Background: an optimization exercise with open tools, aiming at small area. Do not read the settings as production practice.
Function was checked by simulation only, so behaviour that the tests miss may differ from the original.
Power figures rest on the tool's default switching activity, not on a simulated workload.

## aba_energy
module aba_energy (
    input  wire               clk,
    input  wire               rst,
    input  wire               run,
    input  wire               tick,
    input  wire signed [47:0] p1,
    input  wire signed [47:0] p2,
    input  wire signed [47:0] p3,
    input  wire        [47:0] s1,
    input  wire        [47:0] s2,
    input  wire        [47:0] s3,
    input  wire        [39:0] kp1,
    input  wire        [39:0] kp2,
    input  wire        [39:0] kp3,
    input  wire        [47:0] creep_thr,
    input  wire               wr_en,
    input  wire        [2:0]  wr_sel,
    input  wire        [63:0] wr_data,
    input  wire        [2:0]  rd_sel,
    output wire        [63:0] rd_count,
    output wire        [3:0]  dir
);
    reg  [47:0] pq0, pq1, pq2;       
    reg  [1:0]  tq;                  
    reg  [39:0] kr0, kr1, kr2;       
    reg  [2:0]  crp;                 
    reg  [2:0]  pnz;                 
    reg         run_q;
    wire [79:0] kk1 = {kp2, kp2};
    wire [79:0] kk2 = {kp3, kp3};
    wire        lt1, lt2, lt3;
    aba_ltu u_lt1 (.a(s1), .b(creep_thr), .lt(lt1));
    aba_ltu u_lt2 (.a(s2), .b(creep_thr), .lt(lt2));
    aba_ltu u_lt3 (.a(s3), .b(creep_thr), .lt(lt3));
  ...
Size in the first run: roughly 2,800 cells after synthesis, ~1,100 flip-flops, ~600 I/O pins.
==> flow/config.mk <==
export PLATFORM = sky130hd
export DESIGN_NAME = aba_energy
export DESIGN_NICKNAME = aba_energy
export VERILOG_FILES = /design/flow/design.v
export SDC_FILE = /design/flow/constraint.sdc
export NUM_CORES = 4
export LEC_CHECK = 0
export CAP_MARGIN = 20
export CORE_MARGIN = 2
export CORE_UTILIZATION = 30
export CTS_BUF_LIST = sky130_fd_sc_hd__clkbuf_4
export SLEW_MARGIN = 20
==> flow/constraint.sdc <==
create_clock -name core_clock -period 20.0 [get_ports {clk}]
set_input_delay 4.0000 -clock core_clock [delete_from_list [all_inputs] [get_ports {clk}]]
set_output_delay 4.0000 -clock core_clock [all_outputs]
set_load 0.01 [all_outputs]
standard.sh (not shown) runs the stock make flow with config.mk's settings and CLKGATE_MAP_FILE= SYNTH_SCRIPT=/design/flow/synth_recipe.tcl, a recipe that flattens the netlist after the stock synthesis.
==> flow/flow/run.sh <==
#!/bin/bash
# Layout flow: the standard ORFS flow (standard.sh), with two changes:
#  - synthesis: the technology mapping of the combinational logic by ABC
#    uses an area-oriented script (flow/abc_area.script) instead of ORFS's
#    speed script; registers, their names and cells, flattening and
#    renaming are those of the standard synthesis;
#  - placement: every input and output port still gets its own buffer,
#    but a plain sky130_fd_sc_hd__buf_1 instead of the default cell.
# Floorplan, placement, CTS and routing are otherwise the standard flow.
set -euo pipefail
W=$(cd "$(dirname "$0")/.." && pwd)
cat > "$W/area_synth.tcl" <<EOT
proc abc {args} {
  set i [lsearch \$args -script]
  if {\$i >= 0} { lset args [expr {\$i + 1}] {$W/flow/abc_area.script} }
  yosys abc {*}\$args
}
source {$W/synth_recipe.tcl}
EOT
sed "s#SYNTH_SCRIPT=[^ ]*#SYNTH_SCRIPT=$W/area_synth.tcl#" "$W/standard.sh" > "$W/area_standard.sh"
grep -q "SYNTH_SCRIPT=$W/area_synth.tcl" "$W/area_standard.sh"
export BUFFER_PORTS_ARGS="-buffer_cell sky130_fd_sc_hd__buf_1"
bash "$W/area_standard.sh" > "$W/flow_make.log" 2>&1
==> flow/flow/abc_area.script <==
strash
&get -n
&fraig -x
&put
scorr
dc2
strash
&get -n
&dch -f
&nf -a
&put
The first run passed the timing, design-rule and antenna checks.
==> next run, changes <==
==> flow/flow/run.sh (replaced) <==
#!/bin/bash
# Layout flow: the standard ORFS flow (standard.sh), with one change to
# synthesis: the technology mapping of the combinational logic by ABC uses
# an area-oriented script (flow/abc_area.script) instead of ORFS's speed
# script. Everything else (registers, their names and cells, flattening,
# renaming, floorplan, placement, CTS, routing) is the standard flow.
set -euo pipefail
W=$(cd "$(dirname "$0")/.." && pwd)
cat > "$W/area_synth.tcl" <<EOT
proc abc {args} {
  set i [lsearch \$args -script]
  if {\$i >= 0} { lset args [expr {\$i + 1}] {$W/flow/abc_area.script} }
  yosys abc {*}\$args
}
source {$W/synth_recipe.tcl}
EOT
sed "s#SYNTH_SCRIPT=[^ ]*#SYNTH_SCRIPT=$W/area_synth.tcl#" "$W/standard.sh" > "$W/area_standard.sh"
grep -q "SYNTH_SCRIPT=$W/area_synth.tcl" "$W/area_standard.sh"
bash "$W/area_standard.sh" > "$W/flow_make.log" 2>&1
CTS_BUF_LIST = unset   (was sky130_fd_sc_hd__clkbuf_4)
Wire length fell by 0.73%; via count came out lower by 4.6%; non-clock buffer count fell by 6; worst setup slack gets worse by 0.14 ns; flip-flop and latch count stays the same; combinational power rose by 16%; maximum frequency fell by 0.78%; die area stays the same; sequential power barely changes; synthesized area stays the same.

---

aba_energy, a different RTL version from the one above (not shown whole).
For scale: ~2700 cells after synthesis, about 43000 µm² of cells after synthesis.
export LEC_CHECK = 0
export CAP_MARGIN = 0
export CORE_MARGIN = 2
export CORE_UTILIZATION = 60
export CTS_BUF_LIST = sky130_fd_sc_hd__clkbuf_8
export SLEW_MARGIN = 0
create_clock -name core_clock -period 20.0 [get_ports {clk}]
==> flow/flow/run.sh <==
#!/bin/bash
# Layout flow: the standard ORFS flow (standard.sh), with two changes:
#  - synthesis: the technology mapping of the combinational logic by ABC
#    uses an area-oriented script (flow/abc_area.script) instead of ORFS's
#    speed script; registers, their names and cells, flattening and
#    renaming are those of the standard synthesis;
#  - placement: every input and output port still gets its own buffer,
#    but a plain sky130_fd_sc_hd__buf_1 instead of the default cell;
#  - CTS: no dummy loads; leaf clusters and buffer as set below.
# Floorplan, placement, CTS and routing are otherwise the standard flow.
set -euo pipefail
W=$(cd "$(dirname "$0")/.." && pwd)
cat > "$W/area_synth.tcl" <<EOT
proc abc {args} {
  set i [lsearch \$args -script]
  if {\$i >= 0} { lset args [expr {\$i + 1}] {$W/flow/abc_area.script} }
  yosys abc {*}\$args
}
source {$W/synth_recipe.tcl}
EOT
sed "s#SYNTH_SCRIPT=[^ ]*#SYNTH_SCRIPT=$W/area_synth.tcl#" "$W/standard.sh" > "$W/area_standard.sh"
grep -q "SYNTH_SCRIPT=$W/area_synth.tcl" "$W/area_standard.sh"
export BUFFER_PORTS_ARGS="-buffer_cell sky130_fd_sc_hd__buf_1"
export CTS_ARGS="-sink_clustering_enable -repair_clock_nets -dont_use_dummy_load -buf_list sky130_fd_sc_hd__clkbuf_8 -sink_clustering_size 20 -sink_clustering_max_diameter 60"
bash "$W/area_standard.sh" > "$W/flow_make.log" 2>&1
Scripts as last shown in full above: flow/flow/abc_area.script
The first run finished clean.
Next try:
--- a/flow/flow/run.sh
+++ b/flow/flow/run.sh
@@ -22,4 +22,4 @@
 grep -q "SYNTH_SCRIPT=$W/area_synth.tcl" "$W/area_standard.sh"
 export BUFFER_PORTS_ARGS="-buffer_cell sky130_fd_sc_hd__buf_1"
-export CTS_ARGS="-sink_clustering_enable -repair_clock_nets -dont_use_dummy_load -buf_list sky130_fd_sc_hd__clkbuf_8 -sink_clustering_size 20 -sink_clustering_max_diameter 60"
+export CTS_ARGS="-sink_clustering_enable -repair_clock_nets -dont_use_dummy_load -buf_list sky130_fd_sc_hd__clkbuf_4 -sink_clustering_size 10 -sink_clustering_max_diameter 40"
 bash "$W/area_standard.sh" > "$W/flow_make.log" 2>&1
CORE_UTILIZATION = 70   (was 60)
CTS_BUF_LIST = sky130_fd_sc_hd__clkbuf_4   (was sky130_fd_sc_hd__clkbuf_8)
The changed run ran to the end with no violations.
Clock power grows by about 2%.
Cell area decreases by 0.34%.
Setup slack gets better by 0.0046 ns.
Synthesized cell count is unchanged.

re-timing with driven ports:
Ports are ideal in the flow. The routed layouts listed here were re-timed in OpenROAD. Step 1 (the two cells are an assumption about what drives the block):
set clk [get_ports {clk}]
set_driving_cell -lib_cell sky130_fd_sc_hd__clkbuf_16 $clk
set_driving_cell -lib_cell sky130_fd_sc_hd__buf_2 [delete_from_list [all_inputs] $clk]
Step 2 times the ports against the registers' clock, not the clock port: input delays grow and output delays shrink by t, the midpoint of the rising clock arrivals with the driver on. a / b / c = ideal ports / drivers / drivers and shift; a / b = the first two.
run	t (ns)	setup slack, ns	hold WS [ns]
the first run of note 1	1.255	1.980 / 1.980 / 1.980	0.260 / 0.260 / 0.260
the second run of note 1	0.811	1.838 / 1.838 / 1.838	0.259 / 0.259 / 0.259
the first run of note 2	0.743	1.448 / 1.448 / 0.964	0.303 / 0.303 / 0.303
the second run of note 2	1.030	1.453 / 1.453 / 0.826	0.256 / 0.256 / 0.256
After both steps setup and hold are still met in every run listed. The setup slack of the second run of note 2, which loses most, moves by 0.000 ns with the drivers and by -0.627 ns with both steps.
